From an optimization exercise on the open Yosys and OpenROAD flow, aimed at small area, a short achievable clock period and few clock cycles; shortcuts taken in it are not production practice.
In this exercise RTL edits were held to simulation tests only and were not proved equivalent to the original.
Power is estimated from default activity; no workload was simulated.

==> flow/design.v (excerpt) <==
module stripe_engine (
  input  wire        clk,
  input  wire        rst,
  input  wire        cmd_valid,
  output wire        cmd_ready,
  input  wire [5:0]  cmd_k,
  input  wire [1:0]  cmd_m,
  input  wire [34:0] cmd_lost,
  input  wire [9:0]  cmd_cols,
  input  wire        in_valid,
  output wire        in_ready,
  input  wire [31:0] in_data,
  output wire        out_valid,
  input  wire        out_ready,
  output wire [31:0] out_data,
  output wire [5:0]  out_member,
  output wire        out_last
);
==> flow/config.mk <==
export PLATFORM = sky130hd
export DESIGN_NAME = stripe_engine
export DESIGN_NICKNAME = stripe_engine
export VERILOG_FILES = /design/flow/design.v
export SDC_FILE = /design/flow/constraint.sdc
export NUM_CORES = 8
export LEC_CHECK = 0
export ABC_AREA = 1
export ABC_CLOCK_PERIOD_IN_PS = 2000
export CAP_MARGIN = 65
export CORE_MARGIN = 2
export CORE_UTILIZATION = 75
export CTS_BUF_LIST = sky130_fd_sc_hd__clkbuf_8 sky130_fd_sc_hd__clkbuf_16
export CTS_CLUSTER_DIAMETER = 50
export CTS_CLUSTER_SIZE = 15
export SETUP_SLACK_MARGIN = 5
export SLEW_MARGIN = 65
==> flow/constraint.sdc <==
create_clock -name core_clock -period 10.0 [get_ports {clk}]
set_input_delay 2.0000 -clock core_clock [delete_from_list [all_inputs] [get_ports {clk}]]
set_output_delay 2.0000 -clock core_clock [all_outputs]
set_load 0.01 [all_outputs]
standard.sh (not shown) runs the stock make flow with config.mk's settings and CLKGATE_MAP_FILE= SYNTH_SCRIPT=/design/flow/synth_recipe.tcl, a recipe that flattens the netlist after the stock synthesis.
==> flow/flow/run.sh <==
#!/bin/bash
set -euo pipefail
bash standard.sh "BUFFER_PORTS_ARGS=-buffer_cell sky130_fd_sc_hd__buf_2" finish > orfs_make.log 2>&1
The baseline passed the timing, DRC and antenna checks.
Testbench counts at the start, summed over its fixed seeds: cycles 148,484.
Next try:
Settings changed: CAP_MARGIN 65 to 70, CORE_UTILIZATION 75 to 72, CTS_CLUSTER_DIAMETER 50 to 60, CTS_CLUSTER_SIZE 15 to 20, SLEW_MARGIN 65 to 70.
After rerunning:
- power fell by 0.35%
- global-route usage fell by 3.8 points
- clock power fell by about 4%
- hold slack is worse by 0.024 ns
- first-iteration DRC count fell by 1.3%
- die area rose by 4.1%
- synthesized cell count stays the same
- non-clock buffer count rose by 21
- critical path depth stays the same
- wire length fell by 3.0%
Next try:
Settings changed: CAP_MARGIN 70 to 65, CORE_UTILIZATION 72 to 75, SLEW_MARGIN 70 to 65.
Cell area went down slightly. Clock power hardly moves. Sequential power hardly moves. Total power is about the same. Worst setup slack gains 0.019 ns. Cell count went down slightly. Routed wire length went up slightly. Maximum frequency rises slightly. Clock-buffer cell count went down by 2. Register-to-register slack improved by 0.11 ns. Synthesized cell count stays the same.
Next try:
==> flow/flow/run.sh (replaced) <==
#!/bin/bash
set -euo pipefail
bash standard.sh "BUFFER_PORTS_ARGS=-buffer_cell sky130_fd_sc_hd__buf_4" finish > orfs_make.log 2>&1
Settings changed: CORE_UTILIZATION 75 to 70.
=> Clock skew goes down by 0.014 ns; worst setup slack improved by 0.067 ns; die area goes up by 7.0%; power goes down by 0.65%; sequential power is about the same; first-iteration DRC count goes down by 15%; core utilization goes down by 4.1 points; area after synthesis is unchanged.
Next try:
==> flow/flow/run.sh (replaced) <==
#!/bin/bash
set -euo pipefail
bash standard.sh "BUFFER_PORTS_ARGS=-buffer_cell sky130_fd_sc_hd__buf_2" finish > orfs_make.log 2>&1
Settings changed: CAP_MARGIN 65 to 50, CORE_UTILIZATION 70 to 60, SLEW_MARGIN 65 to 50.
What happened:
- cell area goes down slightly
- die area goes up by about a fifth
- utilization goes down by 13 points
- wire length goes down slightly
- worst hold slack degrades by 0.0069 ns
- combinational power goes down by a few percent
- non-clock buffer count goes down by 15
- fmax goes down by a little under a tenth
- area after synthesis does not change
Next try:
Settings changed: CORE_UTILIZATION 60 to 70.
Outcome: Clock skew increases by 0.010 ns; die area decreases by 14%; sequential share of layout area increases by 0.20 points; global-route usage increases by 6.6 points; fmax increases by about 4.5%.

try-cedar:
Starting RTL as in the previous note.
==> flow/config.mk <==
export PLATFORM = sky130hd
export DESIGN_NAME = stripe_engine
export DESIGN_NICKNAME = stripe_engine
export VERILOG_FILES = /design/flow/design.v
export SDC_FILE = /design/flow/constraint.sdc
export NUM_CORES = 8
export LEC_CHECK = 0
export ABC_AREA = 1
export ABC_CLOCK_PERIOD_IN_PS = 2000
export CAP_MARGIN = 65
export CORE_MARGIN = 2
export CORE_UTILIZATION = 70
export CTS_BUF_LIST = sky130_fd_sc_hd__clkbuf_8 sky130_fd_sc_hd__clkbuf_16
export CTS_CLUSTER_DIAMETER = 40
export CTS_CLUSTER_SIZE = 12
export SETUP_SLACK_MARGIN = 5
export SLEW_MARGIN = 65
==> flow/constraint.sdc <==
create_clock -name core_clock -period 10.0 [get_ports {clk}]
set_input_delay 2.0000 -clock core_clock [delete_from_list [all_inputs] [get_ports {clk}]]
set_output_delay 2.0000 -clock core_clock [all_outputs]
set_load 0.01 [all_outputs]
==> flow/flow/run.sh <==
#!/bin/bash
set -euo pipefail
bash standard.sh "BUFFER_PORTS_ARGS=-buffer_cell sky130_fd_sc_hd__buf_2" finish > orfs_make.log 2>&1
try-cedar finished every stage and its layout cleared the timing, DRC and antenna checks.
Testbench counts of try-cedar, summed over its fixed seeds: cycles 148,484.
## Diff of input files: try-umber against try-cedar
-- flow/config.mk --
<<< try-cedar, line 14
export CTS_CLUSTER_DIAMETER = 40
export CTS_CLUSTER_SIZE = 12
>>> try-umber, line 14
export CTS_CLUSTER_DIAMETER = 60
export CTS_CLUSTER_SIZE = 20
Notes after the runs:
Relative area of clock buffers and inverters in the final design ends up lower on try-umber. Where via count is concerned, try-cedar is outperformed by try-umber. Per the comparison of try-umber with try-cedar, final clock period utilization by the worst path decreased 2.5 points; register-to-register slack shows no meaningful change; count of placed standard cells including taps held steady; detailed-router iteration count before antenna repair -1; global-route met2 utilization saw a decrease. Utilization try-cedar -> try-umber: down. try-umber vs try-cedar — total power of the final layout dropped 7.2%.
The inputs of try-garnet differ from those of try-umber as listed below.
-- flow/config.mk --
<<< try-umber, line 10
export CAP_MARGIN = 65
>>> try-garnet, line 10
export CAP_MARGIN = 60
<<< try-umber, line 14
export CTS_CLUSTER_DIAMETER = 60
export CTS_CLUSTER_SIZE = 20
>>> try-garnet, line 14
export CTS_CLUSTER_DIAMETER = 50
export CTS_CLUSTER_SIZE = 15
<<< try-umber, line 17
export SLEW_MARGIN = 65
>>> try-garnet, line 17
export SLEW_MARGIN = 60
==> comparison <==
- Reported for try-umber and try-garnet, effective utilization at floorplan turned out identical to the last digit.
- Against try-umber, try-garnet reports a routing usage on met3 that is lower.
- When try-garnet is measured against try-umber, its final worst slack turns out 65 ps lower.
- try-garnet and try-umber ended up with roughly the same hold slack.
- Portion of total power attributed to the clock network: try-umber and try-garnet compared, higher one is try-garnet
- As far as flip-flop and latch count after synthesis goes, try-umber and try-garnet are indistinguishable; the numbers are identical.
> inputs changed (try-garnet -> try-nickel)
-- flow/config.mk --
<<< try-garnet, line 10
export CAP_MARGIN = 60
>>> try-nickel, line 10
export CAP_MARGIN = 65
<<< try-garnet, line 17
export SLEW_MARGIN = 60
>>> try-nickel, line 17
export SLEW_MARGIN = 65
Notes after the runs:
- try-nickel went all the way through synthesis, placement and routing and the layout is clean on timing, DRC and antenna.
- | number of buffers and inverters on the critical path | higher: try-nickel |
- try-garnet → try-nickel: critical path data arrival time shrank by 80 ps; total power shrank by about 0.6%; maximum clock frequency grew by 6.7 MHz; total of clock buffers placed in the layout grew by about 3.2%.
- Compared with try-garnet, try-nickel shows total cell area at the placement stage higher by 0.56%.
- try-nickel has total number of cells along the worst setup path below what try-garnet had.
- Taking try-garnet as the reference, in try-nickel global-route usage shows no meaningful change, switching share of total power increased by 0.30 points relative to the old numbers, multi-input combinational area share roughly the same.
- try-garnet -> try-nickel: layout buffer count excluding clock buffers increased by a few percent

== red ==
stripe_engine again, from the RTL that the note above started with.
==> flow/config.mk <==
export PLATFORM = sky130hd
export DESIGN_NAME = stripe_engine
export DESIGN_NICKNAME = stripe_engine
export VERILOG_FILES = /design/flow/design.v
export SDC_FILE = /design/flow/constraint.sdc
export NUM_CORES = 8
export LEC_CHECK = 0
export ABC_AREA = 1
export ABC_CLOCK_PERIOD_IN_PS = 2000
export CAP_MARGIN = 70
export CORE_MARGIN = 2
export CORE_UTILIZATION = 75
export CTS_BUF_LIST = sky130_fd_sc_hd__clkbuf_8 sky130_fd_sc_hd__clkbuf_16
export CTS_CLUSTER_DIAMETER = 60
export CTS_CLUSTER_SIZE = 20
export SETUP_SLACK_MARGIN = 5
export SLEW_MARGIN = 70
==> flow/constraint.sdc <==
create_clock -name core_clock -period 10.0 [get_ports {clk}]
set_input_delay 2.0000 -clock core_clock [delete_from_list [all_inputs] [get_ports {clk}]]
set_output_delay 2.0000 -clock core_clock [all_outputs]
set_load 0.01 [all_outputs]
Scripts as last shown in full above: flow/flow/run.sh
Testbench counts of red, summed over its fixed seeds: cycles 148,484.
Input changes introduced in blue (baseline for comparison: red):
- CAP_MARGIN changed from 70 to 35
- SLEW_MARGIN changed from 70 to 35
- CORE_UTILIZATION changed from 75 to 70
==> comparison <==
- Looking at worst setup path endpoint, the ol result is from blue; the A1[27] one comes from red.
- blue against red: via count decreased 1633; sequential share of layout area picked up an extra 0.68 points.
- Aggregate routed wire length in blue is 9.0% below red.
- Relative to red, blue improves final non-filler cell area.

Another version of the RTL of stripe_engine (not shown whole).
Size in the first run: roughly 300 flip-flops, about 130 I/O pins, about 0.026 sq mm of cells after synthesis.
export LEC_CHECK = 0
export ABC_CLOCK_PERIOD_IN_PS = 2000
export CAP_MARGIN = 50
export CORE_MARGIN = 2
export CORE_UTILIZATION = 75
export CTS_BUF_LIST = sky130_fd_sc_hd__clkbuf_4 sky130_fd_sc_hd__clkbuf_8
export SETUP_SLACK_MARGIN = 5
export SLEW_MARGIN = 50
create_clock -name core_clock -period 10.0 [get_ports {clk}]
==> flow/flow/run.sh <==
#!/bin/bash
set -euo pipefail
bash standard.sh "BUFFER_PORTS_ARGS=-buffer_cell sky130_fd_sc_hd__buf_4" finish > orfs_make.log 2>&1
The starting point finished clean.
Testbench counts at the start, summed over its fixed seeds: cycles 148,484.
Then changed:
==> flow/flow/run.sh (replaced) <==
#!/bin/bash
set -euo pipefail
bash standard.sh "BUFFER_PORTS_ARGS=-buffer_cell sky130_fd_sc_hd__buf_2" finish > orfs_make.log 2>&1
- CORE_UTILIZATION: 75 -> 70
- CTS_BUF_LIST: sky130_fd_sc_hd__clkbuf_4 sky130_fd_sc_hd__clkbuf_8 -> sky130_fd_sc_hd__clkbuf_8 sky130_fd_sc_hd__clkbuf_16
- CTS_CLUSTER_DIAMETER: not set -> 80
- CTS_CLUSTER_SIZE: not set -> 30
Result:
- The changed run finished clean
- clock-buffer cell count went down by 61
- first-iteration DRC count drops by 17%
- register-to-register slack gets worse by 0.06 ns
- design area came out lower by 1.9%
- maximum frequency falls by 1.5%
- non-clock buffer count is unchanged
- total power came out lower by about 6%
- hold slack gains 0.016 ns
- die area went up by 7.0%

## rev 12
stripe_engine, a different RTL version from the one above (not shown whole).
For scale: about 3,400 cells after synthesis, ~130 I/O pins.
==> flow/config.mk <==
export PLATFORM = sky130hd
export DESIGN_NAME = stripe_engine
export DESIGN_NICKNAME = stripe_engine
export VERILOG_FILES = /design/flow/design.v
export SDC_FILE = /design/flow/constraint.sdc
export NUM_CORES = 8
export LEC_CHECK = 0
export ABC_AREA = 1
export ABC_CLOCK_PERIOD_IN_PS = 2000
export CAP_MARGIN = 65
export CORE_MARGIN = 2
export CORE_UTILIZATION = 70
export CTS_BUF_LIST = sky130_fd_sc_hd__clkbuf_8 sky130_fd_sc_hd__clkbuf_16
export CTS_CLUSTER_DIAMETER = 50
export CTS_CLUSTER_SIZE = 15
export SETUP_SLACK_MARGIN = 5
export SLEW_MARGIN = 65
==> flow/constraint.sdc <==
create_clock -name core_clock -period 10.0 [get_ports {clk}]
set_input_delay 2.0000 -clock core_clock [delete_from_list [all_inputs] [get_ports {clk}]]
set_output_delay 2.0000 -clock core_clock [all_outputs]
set_load 0.01 [all_outputs]
==> flow/flow/run.sh <==
#!/bin/bash
set -euo pipefail
bash standard.sh "BUFFER_PORTS_ARGS=-buffer_cell sky130_fd_sc_hd__buf_2" finish > orfs_make.log 2>&1
Testbench counts of rev 12, summed over its fixed seeds: cycles 149,204.
Relative to rev 12, the following input files were edited for rev 13:
Settings: CTS_CLUSTER_SIZE now 20, was 15; SLEW_MARGIN now 50, was 65; CAP_MARGIN now 50, was 65; CTS_CLUSTER_DIAMETER now 60, was 50.
## What came out
From rev 12 to rev 13 the numbers moved as follows: power now smaller, register area comparable, required time at the endpoint of the critical path now larger, clock period minus final worst setup slack now larger, cell area now smaller.
Compared with rev 12, rev 13 shows a lower area added between synthesis and finish.
Worst-path cell with the longest stage delay = sky130_fd_sc_hd__edfxtp_1: rev 12; worst-path cell with the longest stage delay = sky130_fd_sc_hd__xor2_1: rev 13
As of rev 13, cell-internal power had fallen by a few percent compared to rev 12.

re-timing with driven ports:
The flow's constraints put no driver on any port. The routed layouts listed below were extracted and timed again, unchanged, in two steps.
Step 1, drivers: a clkbuf_16 drives clk and a buf_2 each remaining input, both assumed.
Step 2 times the ports against the registers' clock, not the clock port: input delays grow and output delays shrink by t, the midpoint of the rising clock arrivals with the driver on.
Slacks: ideal / step 1 / step 2; pairs: ideal / step 1.
run	shift t [ns]	slack for setup (ns)	worst hold slack (ns)	slew at the worst register clock pin (ns)	cell pins on the clock port's net
the first run of note 1	0.661	5.996 / 5.996 / 5.483	0.503 / 0.503 / 0.503	0.09 / 0.09	1
the second run of note 1	0.635	6.025 / 6.025 / 5.787	0.479 / 0.479 / 0.479	0.09 / 0.09	1
the third run of note 1	0.633	6.044 / 6.079 / 5.447	0.499 / 0.499 / 0.499	0.09 / 0.09	1
the fourth run of note 1	0.639	6.111 / 6.111 / 5.533	0.492 / 0.492 / 0.492	0.09 / 0.09	1
the fifth run of note 1	0.653	5.755 / 5.755 / 5.123	0.485 / 0.485 / 0.485	0.09 / 0.09	1
the sixth run of note 1	0.655	5.938 / 5.972 / 5.318	0.488 / 0.488 / 0.488	0.08 / 0.08	1
try-cedar	0.625	5.778 / 5.813 / 5.188	0.507 / 0.507 / 0.507	0.06 / 0.06	1
try-umber	0.640	6.032 / 6.065 / 5.425	0.483 / 0.483 / 0.483	0.09 / 0.09	1
try-garnet	0.659	5.967 / 6.002 / 5.343	0.484 / 0.484 / 0.484	0.07 / 0.07	1
try-nickel	0.665	6.073 / 6.107 / 5.441	0.485 / 0.485 / 0.485	0.07 / 0.07	1
red	0.649	6.124 / 6.157 / 5.507	0.510 / 0.510 / 0.510	0.10 / 0.10	1
blue	0.653	5.534 / 5.571 / 4.919	0.489 / 0.489 / 0.489	0.09 / 0.09	1
the first run of note 4	0.706	5.831 / 5.831 / 5.474	0.478 / 0.478 / 0.478	0.07 / 0.07	1
the second run of note 4	0.623	5.769 / 5.769 / 5.345	0.494 / 0.494 / 0.494	0.12 / 0.12	1
rev 12	0.635	6.147 / 6.147 / 5.608	0.493 / 0.493 / 0.493	0.07 / 0.07	1
rev 13	0.657	6.009 / 6.009 / 5.680	0.502 / 0.502 / 0.502	0.08 / 0.08	1
After both steps every run listed still meets setup and hold.
